Background: an optimization exercise with open tools, aiming at small area and a short achievable clock period. Do not read the settings as production practice. The RTL was checked by simulation tests, not by an equivalence proof against the original design.

// cledon_narrow
module cledon_narrow (
    input  wire         clk,
    input  wire         rst,           
    input  wire         cfg_load,      
    input  wire [31:0]  cfg_seed,
    input  wire         in_valid,
    input  wire [127:0] in_data,       
    input  wire [3:0]   in_fmt,
    input  wire [1:0]   in_rnd,
    input  wire         in_strict,
    input  wire [7:0]   in_scale,
    output reg          out_valid,
    output reg  [63:0]  out_code,      
    output reg  [3:0]   out_sat,
    output reg  [3:0]   out_nan_in,
    output reg  [3:0]   out_strict_nan,
    output reg  [3:0]   out_nonzero,
    output reg  [3:0]   out_flushed
);
    reg  [31:0] st_r;
    reg         a_load, a_took, b_took;
    reg  [31:0] a_seed;
    wire [15:0] lf_s1, lf_s2, lf_s3;
    wire [31:0] lf_s4;
    wire lf_x0 = st_r[1] ^ st_r[12];
    wire lf_x1 = st_r[0] ^ st_r[11];
    wire lf_x2 = st_r[2] ^ st_r[5];
    wire lf_x3 = st_r[22] ^ st_r[28];
    wire lf_x4 = st_r[23] ^ st_r[29];
    wire lf_x5 = st_r[21] ^ st_r[27];
    wire lf_x6 = st_r[18] ^ st_r[24];
    wire lf_x7 = st_r[3] ^ st_r[6];
    wire lf_x8 = st_r[7] ^ st_r[13];
    wire lf_x9 = st_r[19] ^ st_r[25];
  ...
For scale: ~5500 cells after synthesis, about 260 I/O pins, ~37000 um^2 of cells after synthesis.
==> flow/config.mk <==
export PLATFORM = sky130hd
export DESIGN_NAME = cledon_narrow
export DESIGN_NICKNAME = cledon_narrow
export VERILOG_FILES = /design/flow/design.v
export SDC_FILE = /design/flow/constraint.sdc
export NUM_CORES = 4
export LEC_CHECK = 0
export ABC_AREA = 1
export CAP_MARGIN = 20
export CORE_MARGIN = 2
export CORE_UTILIZATION = 40
export SLEW_MARGIN = 20
==> flow/constraint.sdc <==
create_clock -name core_clock -period 20.0 [get_ports {clk}]
set_input_delay 4.0000 -clock core_clock [delete_from_list [all_inputs] [get_ports {clk}]]
set_output_delay 4.0000 -clock core_clock [all_outputs]
set_load 0.01 [all_outputs]
standard.sh (not shown) runs the stock make flow with config.mk's settings and CLKGATE_MAP_FILE= SYNTH_SCRIPT=/design/flow/synth_recipe.tcl, a recipe that flattens the netlist after the stock synthesis.
==> flow/flow/run.sh <==
#!/bin/bash
# Own layout flow: the standard ORFS flow (standard.sh, unchanged synthesis and
# constraints) with these changes in how the layout is made:
#  - timing repair is asked for a setup slack well above what the 20 ns clock needs,
#    so that it sizes up and buffers the long paths;
#  - the port buffers are plain buf_2 cells instead of the default delay buffers;
#  - the clock tree uses smaller buffers, clusters of 16 sinks and no dummy loads.
set -euo pipefail
export SETUP_SLACK_MARGIN=15.0
export BUFFER_PORTS_ARGS="-buffer_cell sky130_fd_sc_hd__buf_2"
export CTS_ARGS="-sink_clustering_enable -repair_clock_nets -dont_use_dummy_load -buf_list {sky130_fd_sc_hd__clkbuf_8} -sink_clustering_size 16 -sink_clustering_max_diameter 60"
bash standard.sh > standard_flow.log 2>&1
Next try:
==> flow/flow/run.sh (replaced) <==
#!/bin/bash
# Own layout flow: the standard ORFS flow (standard.sh, unchanged synthesis and
# constraints) with these changes in how the layout is made:
#  - timing repair is asked for a setup slack well above what the 20 ns clock needs,
#    so that it sizes up and buffers the long paths;
#  - the port buffers are plain buf_2 cells instead of the default delay buffers;
#  - the clock tree uses smaller buffers (a clkbuf_16 at the root), clusters of 16 sinks and no dummy loads.
set -euo pipefail
export SETUP_SLACK_MARGIN=15.0
export BUFFER_PORTS_ARGS="-buffer_cell sky130_fd_sc_hd__buf_2"
export CTS_ARGS="-sink_clustering_enable -repair_clock_nets -dont_use_dummy_load -buf_list {sky130_fd_sc_hd__clkbuf_8} -root_buf sky130_fd_sc_hd__clkbuf_16 -sink_clustering_size 16 -sink_clustering_max_diameter 60"
bash standard.sh > standard_flow.log 2>&1
=> The changed run completed without violations; synthesized cell count stays the same; cell count hardly moves; core utilization rose by 0.14 points; non-clock buffer count rose by 3; final area rose by 0.31%; hold slack hardly moves; wire length stays flat; global-route usage is about the same.

========
## before
Another version of the RTL of cledon_narrow (not shown whole).
Size in the first run: about 4900 cells after synthesis, ~480 flip-flops, roughly 260 I/O pins, about 39000 µm² of cells after synthesis.
Settings: LEC_CHECK=0, CAP_MARGIN=20, CORE_MARGIN=2, CORE_UTILIZATION=40, SLEW_MARGIN=20; clock period 20.0 ns.
==> flow/flow/run.sh <==
#!/bin/bash
# Own layout flow: the standard ORFS flow (standard.sh, unchanged synthesis and
# constraints) with two changes in how the layout is made:
#  - timing repair is asked for a setup slack well above what the 20 ns clock needs,
#    so that it sizes up and buffers the long paths;
#  - the port buffers are plain buf_2 cells instead of the default delay buffers.
set -euo pipefail
export SETUP_SLACK_MARGIN=15.0
export BUFFER_PORTS_ARGS="-buffer_cell sky130_fd_sc_hd__buf_2"
bash standard.sh > standard_flow.log 2>&1
before: no failed stages, no open violations at the end
[inputs] after vs before
diff --git a/flow/flow/run.sh b/flow/flow/run.sh
--- a/flow/flow/run.sh
+++ b/flow/flow/run.sh
@@ -8 +8 @@
-export SETUP_SLACK_MARGIN=15.0
+export SETUP_SLACK_MARGIN=14.5
==> run notes <==
after vs before — post-route fraction of the period consumed by the critical path rose 1.2 points.
before → after: critical path data required time moved up; post-placement setup slack saw a decrease; count of clock-net buffers in the final layout grew by 1.6%; utilization after layout now sits lower.
before vs after, endpoint of the most critical setup path: out_code[60] vs out_code[55]$_DFF_P_
Run comparison: before top routing layer in use met4; after top routing layer in use met5

========
run 1:
cledon_narrow with an RTL version that a note above also has.
Size in the first run: ~480 flip-flops, roughly 260 I/O pins, roughly 0.037 sq mm of cells after synthesis.
Settings: LEC_CHECK=0, ABC_AREA=1, CAP_MARGIN=20, CORE_MARGIN=2, CORE_UTILIZATION=40, SLEW_MARGIN=20; clock period 20.0 ns.
==> flow/flow/run.sh <==
#!/bin/bash
# Own layout flow: the standard ORFS flow (standard.sh, unchanged synthesis and
# constraints) with these changes in how the layout is made:
#  - timing repair is asked for a setup slack well above what the 20 ns clock needs,
#    so that it sizes up and buffers the long paths;
#  - the port buffers are plain buf_2 cells instead of the default delay buffers;
#  - the clock tree uses smaller buffers, clusters of 16 sinks and no dummy loads.
set -euo pipefail
export SETUP_SLACK_MARGIN=14.8
export BUFFER_PORTS_ARGS="-buffer_cell sky130_fd_sc_hd__buf_2"
export CTS_ARGS="-sink_clustering_enable -repair_clock_nets -dont_use_dummy_load -buf_list {sky130_fd_sc_hd__clkbuf_8} -sink_clustering_size 16 -sink_clustering_max_diameter 60"
bash standard.sh > standard_flow.log 2>&1
> inputs changed (run 1 -> run 2)
Settings: CORE_UTILIZATION: 40 -> 55.
--- a/flow/flow/run.sh
+++ b/flow/flow/run.sh
@@ -7 +7 @@
-#  - the clock tree uses smaller buffers, clusters of 16 sinks and no dummy loads.
+#  - the clock tree uses smaller buffers (a clkbuf_16 at the root), clusters of 16 sinks and no dummy loads.
@@ -9 +9 @@
-export SETUP_SLACK_MARGIN=14.8
+export SETUP_SLACK_MARGIN=14.9
@@ -11 +11 @@
-export CTS_ARGS="-sink_clustering_enable -repair_clock_nets -dont_use_dummy_load -buf_list {sky130_fd_sc_hd__clkbuf_8} -sink_clustering_size 16 -sink_clustering_max_diameter 60"
+export CTS_ARGS="-sink_clustering_enable -repair_clock_nets -dont_use_dummy_load -buf_list {sky130_fd_sc_hd__clkbuf_8} -root_buf sky130_fd_sc_hd__clkbuf_16 -sink_clustering_size 16 -sink_clustering_max_diameter 60"
## What came out
- Run 1 has a higher register cell area after layout than run 2.
- Compared run 2 vs run 1, and layout clock buffer count is down in run 2.
- Of run 2 and run 1, it is run 2 that has the higher average via count per standard cell.
- Number of setup buffers added after CTS, run 2 and run 1, lower one = run 1.
- Run 1 -> run 2: cell area flat
- Density: run 2 denser than run 1
- Reported for run 2 and run 1, final count of hold timing violations turned out identical to the last digit.
- Where worst setup slack is concerned, run 1 is outperformed by run 2.
- met1 track demand over resource in run 2 is 12 points above run 1.
- Compared with run 1, run 2 shows final period utilization lower by 0.87 points.
- For run 1, the launching element of the worst setup path was out_flushed[1], unlike run 2, where it was out_code[19].
- In run 2, number of standard cells in the layout, taps in and fillers out is lower than in run 1.
Changes in run 3 relative to run 2:
Settings: swapping 55 for 40 in CORE_UTILIZATION.
==> flow/flow/run.sh <==
#!/bin/bash
# Own layout flow: the standard ORFS flow (standard.sh, unchanged synthesis and
# constraints) with two changes in how the layout is made:
#  - timing repair is asked for a setup slack well above what the 20 ns clock needs,
#    so that it sizes up and buffers the long paths;
#  - the port buffers are plain buf_2 cells instead of the default delay buffers.
set -euo pipefail
export SETUP_SLACK_MARGIN=14.8
export BUFFER_PORTS_ARGS="-buffer_cell sky130_fd_sc_hd__buf_2"
bash standard.sh > standard_flow.log 2>&1
Results
- Taking run 2 as the reference, in run 3 worst-skew pair later-pin latency shows an increase of 0.10 ns; multi-input combinational area share shows a reduction of 1.7 points; clock buffer count in the final layout shows an increase of 23; utilization shows a reduction of 17 points.
- Run comparison: run 2 capturing instance or port of the critical path out_code[19]; run 3 capturing instance or port of the critical path out_flushed[3]
- The final layouts of run 3 and run 2 pass the timing, DRC and antenna checks.
### run 3 -> run 4
--- a/flow/flow/run.sh
+++ b/flow/flow/run.sh
@@ -3 +3 @@
-# constraints) with two changes in how the layout is made:
+# constraints) with these changes in how the layout is made:
@@ -6 +6,2 @@
-#  - the port buffers are plain buf_2 cells instead of the default delay buffers.
+#  - the port buffers are plain buf_2 cells instead of the default delay buffers;
+#  - the clock tree uses smaller buffers (a clkbuf_16 at the root), clusters of 16 sinks and no dummy loads.
@@ -8 +9 @@
-export SETUP_SLACK_MARGIN=14.8
+export SETUP_SLACK_MARGIN=14.9
@@ -9,0 +11 @@
+export CTS_ARGS="-sink_clustering_enable -repair_clock_nets -dont_use_dummy_load -buf_list {sky130_fd_sc_hd__clkbuf_8} -root_buf sky130_fd_sc_hd__clkbuf_16 -sink_clustering_size 16 -sink_clustering_max_diameter 60"
--- outcome ---
[compare] base=run 3 new=run 4: cell area fell by 1.1%, first-iteration DRC count rose by 0.32%.
Diff run 4..run 3 | post-synthesis compound-gate area fraction | unchanged
On run 4: clock buffer and inverter area fraction after layout is 2.9 points lower than what run 3 gave.
Going from run 3 to run 4, global-route track usage on met2 shrinks by 0.77 points.
Re count of buffers inserted at the top-level ports: no difference whatsoever between run 4 and run 3.
~same maximum single-stage delay on the critical path in run 3 and run 4
Looking at layout cell share with drive strength beyond 1, run 4 sits 0.65 points above run 3.

========
## rev 12
Another version of the RTL of cledon_narrow (not shown whole).
Size in the first run: about 4200 cells after synthesis, about 350 flip-flops, about 260 I/O pins.
## cledon_narrow
module cledon_narrow (
    input  wire         clk,
    input  wire         rst,           
    input  wire         cfg_load,      
    input  wire [31:0]  cfg_seed,
    input  wire         in_valid,
    input  wire [127:0] in_data,       
    input  wire [3:0]   in_fmt,
    input  wire [1:0]   in_rnd,
    input  wire         in_strict,
    input  wire [7:0]   in_scale,
    output reg          out_valid,
    output reg  [63:0]  out_code,      
    output reg  [3:0]   out_sat,
    output reg  [3:0]   out_nan_in,
    output reg  [3:0]   out_strict_nan,
    output reg  [3:0]   out_nonzero,
    output reg  [3:0]   out_flushed
);
    reg  [31:0] st_r;
    reg         took_r;
    wire [15:0] lf_s1, lf_s2, lf_s3;
    wire [31:0] lf_s4;
    wire lf_x0 = st_r[1] ^ st_r[12];
    wire lf_x1 = st_r[0] ^ st_r[11];
    wire lf_x2 = st_r[2] ^ st_r[5];
    wire lf_x3 = st_r[22] ^ st_r[28];
    wire lf_x4 = st_r[23] ^ st_r[29];
    wire lf_x5 = st_r[21] ^ st_r[27];
    wire lf_x6 = st_r[18] ^ st_r[24];
    wire lf_x7 = st_r[3] ^ st_r[6];
    wire lf_x8 = st_r[7] ^ st_r[13];
    wire lf_x9 = st_r[19] ^ st_r[25];
    wire lf_x10 = st_r[8] ^ st_r[14];
    wire lf_x11 = st_r[10] ^ st_r[16];
    wire lf_x12 = st_r[20] ^ st_r[26];
    wire lf_x13 = st_r[9] ^ st_r[15];
    wire lf_x14 = st_r[17] ^ lf_x1;
    wire lf_x15 = st_r[30] ^ lf_x6;
    wire lf_x16 = st_r[31] ^ lf_x9;
    wire lf_x17 = st_r[4] ^ lf_x0;
    wire lf_x18 = lf_x2 ^ lf_x10;
    wire lf_x19 = lf_x3 ^ lf_x5;
    wire lf_x20 = lf_x8 ^ lf_x11;
    wire lf_x21 = lf_x7 ^ lf_x13;
    wire lf_x22 = lf_x4 ^ lf_x12;
    wire lf_x23 = lf_x14 ^ lf_x22;
    wire lf_x24 = lf_x3 ^ lf_x16;
    wire lf_x25 = lf_x17 ^ lf_x20;
    wire lf_x26 = st_r[1] ^ st_r[4];
    wire lf_x27 = lf_x4 ^ lf_x15;
    wire lf_x28 = st_r[8] ^ lf_x2;
    wire lf_x29 = st_r[24] ^ st_r[30];
    wire lf_x30 = st_r[9] ^ lf_x7;
    wire lf_x31 = st_r[6] ^ lf_x19;
    wire lf_x32 = st_r[3] ^ lf_x18;
    wire lf_x33 = lf_x5 ^ lf_x15;
    wire lf_x34 = lf_x12 ^ lf_x16;
    wire lf_x35 = lf_x14 ^ lf_x18;
    wire lf_x36 = lf_x17 ^ lf_x21;
    wire lf_x37 = st_r[11] ^ st_r[17];
    wire lf_x38 = st_r[4] ^ st_r[12];
  ...
==> flow/config.mk <==
export PLATFORM = sky130hd
export DESIGN_NAME = cledon_narrow
export DESIGN_NICKNAME = cledon_narrow
export VERILOG_FILES = /design/flow/design.v
export SDC_FILE = /design/flow/constraint.sdc
export NUM_CORES = 4
export LEC_CHECK = 0
export CAP_MARGIN = 20
export CORE_MARGIN = 2
export CORE_UTILIZATION = 40
export SLEW_MARGIN = 20
==> flow/constraint.sdc <==
create_clock -name core_clock -period 20.0 [get_ports {clk}]
set_input_delay 4.0000 -clock core_clock [delete_from_list [all_inputs] [get_ports {clk}]]
set_output_delay 4.0000 -clock core_clock [all_outputs]
set_load 0.01 [all_outputs]
==> flow/flow/run.sh <==
#!/bin/bash
# Own layout flow: the standard ORFS flow, with timing repair asked to reach a
# setup slack well above what the 20 ns clock needs, so that it sizes up and buffers
# the long paths. Constraints (SDC) and everything else are the standard ones.
set -euo pipefail
export SETUP_SLACK_MARGIN=14.5
bash standard.sh > standard_flow.log 2>&1
Rev 12 reached the final stage; the timing, DRC and antenna checks on its layout passed.
Inputs modified between rev 12 and rev 13:
==> flow/run.sh (new file) <==
#!/bin/bash
# synth_recipe.tcl (not shown) runs the flow's synth.tcl, then flattens the netlist and writes it again
# the make line also repeats each setting of config.mk as NAME=value (left out here)
make -C /OpenROAD-flow-scripts/flow DESIGN_CONFIG=/design/flow/config.mk WORK_HOME=/design/flow/orfs CLKGATE_MAP_FILE= SYNTH_SCRIPT=/design/flow/synth_recipe.tcl finish
removed: flow/flow/run.sh
removed: flow/standard.sh
Taking rev 12 as the reference, in rev 13 met2 routed wirelength lower, data arrival time of the critical path higher. Cmp rev 13 and rev 12 / setup slack / higher: rev 12. Going from rev 12 to rev 13, final number of hold-violating endpoints held steady; clock distribution area overhead in the final layout held steady. Of rev 13 and rev 12, the run reporting the lower count of clock-buffer cells in the layout was rev 12. Final instance area: rev 13 < rev 12.

========
job 103:
RTL: one of the versions met above, not the one the previous note started from.
Size: roughly 5500 cells after synthesis, roughly 480 flip-flops, ~37000 µm² of cells after synthesis.
export LEC_CHECK = 0
export ABC_AREA = 1
export CAP_MARGIN = 20
export CORE_MARGIN = 2
export CORE_UTILIZATION = 40
export SLEW_MARGIN = 20
create_clock -name core_clock -period 20.0 [get_ports {clk}]
==> flow/flow/run.sh <==
#!/bin/bash
# Own layout flow: the standard ORFS flow (standard.sh, unchanged synthesis and
# constraints) with these changes in how the layout is made:
#  - timing repair is asked for a setup slack well above what the 20 ns clock needs,
#    so that it sizes up and buffers the long paths;
#  - the port buffers are plain buf_2 cells instead of the default delay buffers;
#  - the clock tree uses smaller buffers (a clkbuf_16 at the root), clusters of 16 sinks and no dummy loads.
set -euo pipefail
export SETUP_SLACK_MARGIN=15.1
export BUFFER_PORTS_ARGS="-buffer_cell sky130_fd_sc_hd__buf_2"
export CTS_ARGS="-sink_clustering_enable -repair_clock_nets -dont_use_dummy_load -buf_list {sky130_fd_sc_hd__clkbuf_8} -root_buf sky130_fd_sc_hd__clkbuf_16 -sink_clustering_size 16 -sink_clustering_max_diameter 60"
bash standard.sh > standard_flow.log 2>&1
What job 105 does differently from job 103 at the input level:
==> flow/flow/run.sh <==
#!/bin/bash
# Own layout flow: the standard ORFS flow (standard.sh, unchanged synthesis and
# constraints) with two changes in how the layout is made:
#  - timing repair is asked for a setup slack well above what the 20 ns clock needs,
#    so that it sizes up and buffers the long paths;
#  - the port buffers are plain buf_2 cells instead of the default delay buffers.
set -euo pipefail
export SETUP_SLACK_MARGIN=14.5
export BUFFER_PORTS_ARGS="-buffer_cell sky130_fd_sc_hd__buf_2"
bash standard.sh > standard_flow.log 2>&1
Results
- Job 105 -> job 103: required time at the worst-slack endpoint flat
- Job 105 vs. job 103: number of buffers outside the clock class in the layout went down by 97.
- Taking job 103 as the reference point, the global routing met2 resource utilization of job 105 falls by 2.4 points.
- The transition time at the pin with the least slew margin of job 105 is lower than that of job 103.
- Job 105 vs. job 103: filler cell count barely changed; half-perimeter wire length of the detailed placement result dropped about 4.4%; count of clock buffers in the final design climbed 17%; average size of a mapped cell barely changed; final design area excluding fillers dropped 1100 µm².

[static timing again, ports no longer ideal]
The flow's constraints put no driver on any port. The routed layouts listed below were extracted and timed again, unchanged, in two steps.
Step 1 (the two cells are an assumption about what drives the block):
set clk [get_ports {clk}]
set_driving_cell -lib_cell sky130_fd_sc_hd__clkbuf_16 $clk
set_driving_cell -lib_cell sky130_fd_sc_hd__buf_2 [delete_from_list [all_inputs] $clk]
Step 2 also shifts input and output timing later by t, the mid clock arrival at the registers, as if the neighbouring blocks saw the same clock.
a / b / c = ideal / step 1 / step 2; a / b = the first two.
| run | t (ns) | setup slack, ns | hold slack, ns | slew at the worst register clock pin (ns) | cell pins on the clock port's net |
|---|---|---|---|---|---|
| the first run of note 1 | 0.777 | 14.711 / 14.642 / 14.399 | 0.327 / 0.327 / 0.327 | 0.10 / 0.10 | 1 |
| the second run of note 1 | 0.665 | 14.857 / 14.780 / 14.487 | 0.326 / 0.326 / 0.326 | 0.10 / 0.10 | 1 |
| before | 0.741 | 14.876 / 14.807 / 14.387 | 0.319 / 0.319 / 0.319 | 0.07 / 0.07 | 1 |
| after | 0.735 | 14.629 / 14.629 / 14.058 | 0.330 / 0.330 / 0.330 | 0.07 / 0.07 | 1 |
| run 1 | 0.768 | 14.737 / 14.672 / 14.251 | 0.331 / 0.331 / 0.331 | 0.10 / 0.10 | 1 |
| run 2 | 0.635 | 14.910 / 14.841 / 14.421 | 0.335 / 0.335 / 0.335 | 0.10 / 0.10 | 1 |
| run 3 | 0.744 | 14.800 / 14.728 / 14.230 | 0.325 / 0.325 / 0.325 | 0.07 / 0.07 | 1 |
| run 4 | 0.665 | 14.882 / 14.811 / 14.444 | 0.308 / 0.308 / 0.308 | 0.10 / 0.10 | 1 |
| rev 12 | 0.657 | 12.764 / 12.764 / 12.764 | 0.326 / 0.326 / 0.326 | 0.08 / 0.08 | 1 |
| rev 13 | 0.655 | 11.529 / 11.529 / 11.529 | 0.327 / 0.327 / 0.327 | 0.07 / 0.07 | 1 |
| job 103 | 0.660 | 14.854 / 14.783 / 14.591 | 0.322 / 0.322 / 0.322 | 0.10 / 0.10 | 1 |
| job 105 | 0.717 | 14.774 / 14.705 / 14.113 | 0.328 / 0.328 / 0.328 | 0.07 / 0.07 | 1 |
After both steps setup and hold are still met in every run listed. For job 105, which loses most, drivers alone change the setup slack by -0.069 ns; drivers and shift together by -0.661 ns.
